What follows belongs to an exercise in optimizing a design on an open flow for small area, a short achievable clock period and few clock cycles per item; a production flow would make more cautious choices. Where RTL was checked, it was by simulation tests only, not by an equivalence proof against the original. No activity file was given, so power comes from the tool's default toggle rates.

west:
// c1_ldpc_enc
module c1_ldpc_enc (
    input  wire        clk,
    input  wire        rst,
    input  wire        in_valid,
    output wire        in_ready,
    input  wire [31:0] in_data,
    output wire        out_valid,
    input  wire        out_ready,
    output wire [31:0] out_data,
    output wire        out_last
);
    localparam integer RX0 = 123, RX1 = 86, RX2 = 12;
    localparam integer OFF0 = 103, OFF1 = 63, OFF2 = 105;
    reg        rdy;               
    reg  [6:0] wcnt;              
    reg  [1:0] ph;                
    reg        xdone;             
    reg        busy;              
    reg        r32, rx;           
    wire        take = in_valid && rdy && !rst;
    wire [31:0] x    = (in_valid && rdy) ? in_data : 32'd0;    
    reg [127:0] r0, r1, r2;
    genvar p;
    generate
        for (p = 0; p < 128; p = p + 1) begin : g_rot
            if (p < 32) begin : g_win
                always @(posedge clk) begin
                    r0[p] <= ((r32 & r0[(p + 32) % 128]) | (rx & r0[(p + RX0) % 128])) ^ x[p];
                    r1[p] <= ((r32 & r1[(p + 32) % 128]) | (rx & r1[(p + RX1) % 128])) ^ x[p];
                    r2[p] <= ((r32 & r2[(p + 32) % 128]) | (rx & r2[(p + RX2) % 128])) ^ x[p];
                end
            end else begin : g_mov
                always @(posedge clk) begin
                    r0[p] <= (r32 & r0[(p + 32) % 128]) | (rx & r0[(p + RX0) % 128]);
                    r1[p] <= (r32 & r1[(p + 32) % 128]) | (rx & r1[(p + RX1) % 128]);
                    r2[p] <= (r32 & r2[(p + 32) % 128]) | (rx & r2[(p + RX2) % 128]);
                end
            end
        end
    endgenerate
    reg        omode;             
    reg  [1:0] oph;               
    reg  [3:0] v;                 
    reg [31:0] obuf;
    reg        ov, olast;
    wire [31:0] w0, w1, w2;
    generate
        for (p = 0; p < 32; p = p + 1) begin : g_word
            assign w0[p] = r0[(OFF0 + p) % 128];
  ...
Size in the first run: ~440 flip-flops, roughly 71 I/O pins, roughly 15000 sq um of cells after synthesis.
==> module c1_ldpc_enc, before the edit <==
module c1_ldpc_enc (
    input  wire        clk,
    input  wire        rst,
    input  wire        in_valid,
    output wire        in_ready,
    input  wire [31:0] in_data,
    output wire        out_valid,
    input  wire        out_ready,
    output wire [31:0] out_data,
    output wire        out_last
);
    localparam integer RX0 = 123, RX1 = 86, RX2 = 12;
    localparam integer OFF0 = 103, OFF1 = 63, OFF2 = 105;
    reg        rdy;               
    reg  [6:0] wcnt;              
    reg  [1:0] ph;                
    reg        xdone;             
    reg        busy;              
    reg        r32, rx;           
    wire        take = in_valid && rdy && !rst;
    wire [31:0] x    = (in_valid && rdy) ? in_data : 32'd0;    
    reg [127:0] r0, r1, r2;
    genvar p;
    generate
        for (p = 0; p < 128; p = p + 1) begin : g_rot
            if (p < 32) begin : g_win
                always @(posedge clk) begin
                    r0[p] <= ((r32 & r0[(p + 32) % 128]) | (rx & r0[(p + RX0) % 128])) ^ x[p];
                    r1[p] <= ((r32 & r1[(p + 32) % 128]) | (rx & r1[(p + RX1) % 128])) ^ x[p];
                    r2[p] <= ((r32 & r2[(p + 32) % 128]) | (rx & r2[(p + RX2) % 128])) ^ x[p];
                end
            end else begin : g_mov
                always @(posedge clk) begin
                    r0[p] <= (r32 & r0[(p + 32) % 128]) | (rx & r0[(p + RX0) % 128]);
                    r1[p] <= (r32 & r1[(p + 32) % 128]) | (rx & r1[(p + RX1) % 128]);
                    r2[p] <= (r32 & r2[(p + 32) % 128]) | (rx & r2[(p + RX2) % 128]);
                end
            end
        end
    endgenerate
    reg        omode;             
    reg  [1:0] oph;               
    reg  [3:0] v;                 
    reg [31:0] obuf;
    reg        ov, olast;
    wire [31:0] w0, w1, w2;
    generate
        for (p = 0; p < 32; p = p + 1) begin : g_word
            assign w0[p] = r0[(OFF0 + p) % 128];
            assign w1[p] = r1[(OFF1 + p) % 128] ^ r0[(OFF0 + 64 + p) % 128];
            assign w2[p] = r2[(OFF2 + p) % 128] ^ r1[(OFF1 + 96 + p) % 128];
        end
    endgenerate
    wire        load = omode && (!ov || out_ready) && (oph == v[1:0]);
    wire        done = load && (v == 4'd11);
    reg        n_rdy, n_xdone, n_busy;
    reg  [6:0] n_wcnt;
    reg  [1:0] n_ph;
    always @(*) begin
        n_rdy   = rdy;
        n_wcnt  = wcnt;
        n_ph    = ph;
        n_xdone = xdone;
        n_busy  = busy;
        if (take) begin
            n_xdone = 1'b0;
            if (wcnt == 7'd107) begin
                n_wcnt = 7'd0;
                n_rdy  = 1'b0;
                n_busy = 1'b1;
            end else begin
                n_wcnt = wcnt + 7'd1;
            end
        end else if (rdy && wcnt != 7'd0) begin
            n_rdy = 1'b0;
            n_ph  = 2'd1;
            if (wcnt[1:0] == 2'd0) n_xdone = 1'b1;
        end else if (ph != 2'd0) begin
            n_ph = ph + 2'd1;
            if (ph == 2'd3) n_rdy = 1'b1;
        end else if (busy && done) begin
            n_busy = 1'b0;
            n_rdy  = 1'b1;
        end
    end
    always @(posedge clk) begin
        if (rst) begin
            rdy   <= 1'b1;
            wcnt  <= 7'd0;
            ph    <= 2'd0;
            xdone <= 1'b0;
            busy  <= 1'b0;
            r32   <= 1'b0;
            rx    <= 1'b0;
        end else begin
            rdy   <= n_rdy;
            wcnt  <= n_wcnt;
            ph    <= n_ph;
            xdone <= n_xdone;
            busy  <= n_busy;
            if (!n_busy && n_wcnt == 7'd0) begin
                r32 <= 1'b0;          
                rx  <= 1'b0;
            end else if (!n_busy && n_rdy && n_wcnt[1:0] == 2'd0 && !n_xdone) begin
                r32 <= 1'b0;
                rx  <= 1'b1;
            end else begin
                r32 <= 1'b1;
                rx  <= 1'b0;
            end
        end
    end
    always @(posedge clk) begin
        if (rst) begin
            omode <= 1'b0;
            oph   <= 2'd0;
            v     <= 4'd0;
            ov    <= 1'b0;
            olast <= 1'b0;
        end else begin
            oph <= oph + 2'd1;
            if (take && wcnt == 7'd107) begin
                omode <= 1'b1;
                oph   <= 2'd0;
            end else if (done) begin
                omode <= 1'b0;
            end
            if (load) begin
                ov    <= 1'b1;
                olast <= (v == 4'd11);
                v     <= (v == 4'd11) ? 4'd0 : v + 4'd1;
            end else if (out_ready) begin
                ov <= 1'b0;
            end
        end
    end
    wire s0 = !rst && load && !v[3] && !v[2];
    wire s1 = !rst && load && v[2];
    wire s2 = !rst && load && v[3];
    wire sh = !rst && !load;
    always @(posedge clk)
        obuf <= ({32{s0}} & w0) | ({32{s1}} & w1) | ({32{s2}} & w2) | ({32{sh}} & obuf);
    assign in_ready  = rdy;
    assign out_valid = ov;
    assign out_data  = obuf;
    assign out_last  = olast;
endmodule
==> flow/config.mk <==
export PLATFORM = sky130hd
export DESIGN_NAME = c1_ldpc_enc
export DESIGN_NICKNAME = c1_ldpc_enc
export VERILOG_FILES = /design/flow/design.v
export SDC_FILE = /design/flow/constraint.sdc
export NUM_CORES = 4
export LEC_CHECK = 0
export CAP_MARGIN = 20
export CORE_MARGIN = 2
export CORE_UTILIZATION = 75
export CTS_BUF_LIST = sky130_fd_sc_hd__clkbuf_16
export CTS_CLUSTER_DIAMETER = 80
export CTS_CLUSTER_SIZE = 30
export PLACE_DENSITY = 0.8
export SETUP_SLACK_MARGIN = 3.5
export SLEW_MARGIN = 20
==> flow/constraint.sdc <==
create_clock -name core_clock -period 5.5 [get_ports {clk}]
set_input_delay 1.1000 -clock core_clock [delete_from_list [all_inputs] [get_ports {clk}]]
set_output_delay 1.1000 -clock core_clock [all_outputs]
set_load 0.01 [all_outputs]
run.sh (not shown) runs the stock make flow with config.mk's settings and CLKGATE_MAP_FILE= SYNTH_SCRIPT=/design/flow/synth_recipe.tcl, a recipe that flattens the netlist after the stock synthesis.
Here is what was changed in the inputs of south compared with west.
-- flow/design.v --
<<< west, line 39
        end
    endgenerate
    reg        omode;             
    reg  [1:0] oph;               
    reg  [3:0] v;                 
    reg [31:0] obuf;
>>> south, line 39
        end
    endgenerate
    reg  [3:0] v;                 
    reg [31:0] obuf;
<<< west, line 52
        end
    endgenerate
    wire        load = omode && (!ov || out_ready) && (oph == v[1:0]);
    wire        done = load && (v == 4'd11);
    reg        n_rdy, n_xdone, n_busy;
>>> south, line 50
        end
    endgenerate
    wire        load = busy && (!ov || out_ready) && (ph == v[1:0]);
    wire        done = load && (v == 4'd11);
    reg        n_rdy, n_xdone, n_busy;
<<< west, line 72
                n_wcnt = wcnt + 7'd1;
            end
        end else if (rdy && wcnt != 7'd0) begin
            n_rdy = 1'b0;
>>> south, line 70
                n_wcnt = wcnt + 7'd1;
            end
        end else if (busy) begin
            n_ph = ph + 2'd1;
            if (done) begin
                n_busy = 1'b0;
                n_rdy  = 1'b1;
                n_ph   = 2'd0;
            end
        end else if (rdy && wcnt != 7'd0) begin
            n_rdy = 1'b0;
<<< west, line 79
            n_ph = ph + 2'd1;
            if (ph == 2'd3) n_rdy = 1'b1;
        end else if (busy && done) begin
            n_busy = 1'b0;
            n_rdy  = 1'b1;
        end
    end
>>> south, line 84
            n_ph = ph + 2'd1;
            if (ph == 2'd3) n_rdy = 1'b1;
        end
    end
<<< west, line 113
    always @(posedge clk) begin
        if (rst) begin
            omode <= 1'b0;
            oph   <= 2'd0;
            v     <= 4'd0;
            ov    <= 1'b0;
            olast <= 1'b0;
        end else begin
            oph <= oph + 2'd1;
            if (take && wcnt == 7'd107) begin
                omode <= 1'b1;
                oph   <= 2'd0;
            end else if (done) begin
                omode <= 1'b0;
            end
            if (load) begin
                ov    <= 1'b1;
>>> south, line 115
    always @(posedge clk) begin
        if (rst) begin
            v     <= 4'd0;
            ov    <= 1'b0;
            olast <= 1'b0;
        end else begin
            if (load) begin
                ov    <= 1'b1;
[summary]
- south ran to completion and came out clean on the timing, DRC and antenna checks.
- Between west and south, total design power increased.
- Compared to west, south has routed wire length 1800 microns lower.
- Of south and west, south shows the higher combinational cell fraction of total power, with west below it.
- Diff west -> south | number of flip-flops and latches | decrease of 0.68%
- In the flow results for south and west, the synthesized cell count is larger on west.
- For critical path's largest stage delay, south and west come out practically identical.
- | initial cell density of the core | higher: west |
- Row setup slack after layout: south higher / west lower
- south vs. west: proportion of layout cells with a drive suffix above 1 went up by 1.9 points.
Testbench counts of south, summed over its fixed seeds: cycles 30,728, words 256.
The RTL of west was laid out without a check of its function.

## re-timing with driven ports
The results above use ideal ports. As a check the final layouts listed here were re-extracted and re-timed, cells and wires unchanged.
Step 1 (the two cells are an assumption about what drives the block):
set clk [get_ports {clk}]
set_driving_cell -lib_cell sky130_fd_sc_hd__clkbuf_16 $clk
set_driving_cell -lib_cell sky130_fd_sc_hd__buf_2 [delete_from_list [all_inputs] $clk]
Step 2 times the ports against the registers' clock, not the clock port: input delays grow and output delays shrink by t, the midpoint of the rising clock arrivals with the driver on.
a / b / c = no drivers / after step 1 / after step 2; a / b = the first two.
run	t, ns	setup WS [ns]	worst register clock-pin slew, ns
west	0.585	3.349 / 3.299 / 2.901	0.11 / 0.11
south	0.573	3.358 / 3.310 / 2.913	0.12 / 0.12
After both steps setup and hold are still met in every run listed. The setup slack of west, which loses most, moves by -0.050 ns with the drivers and by -0.448 ns with both steps.
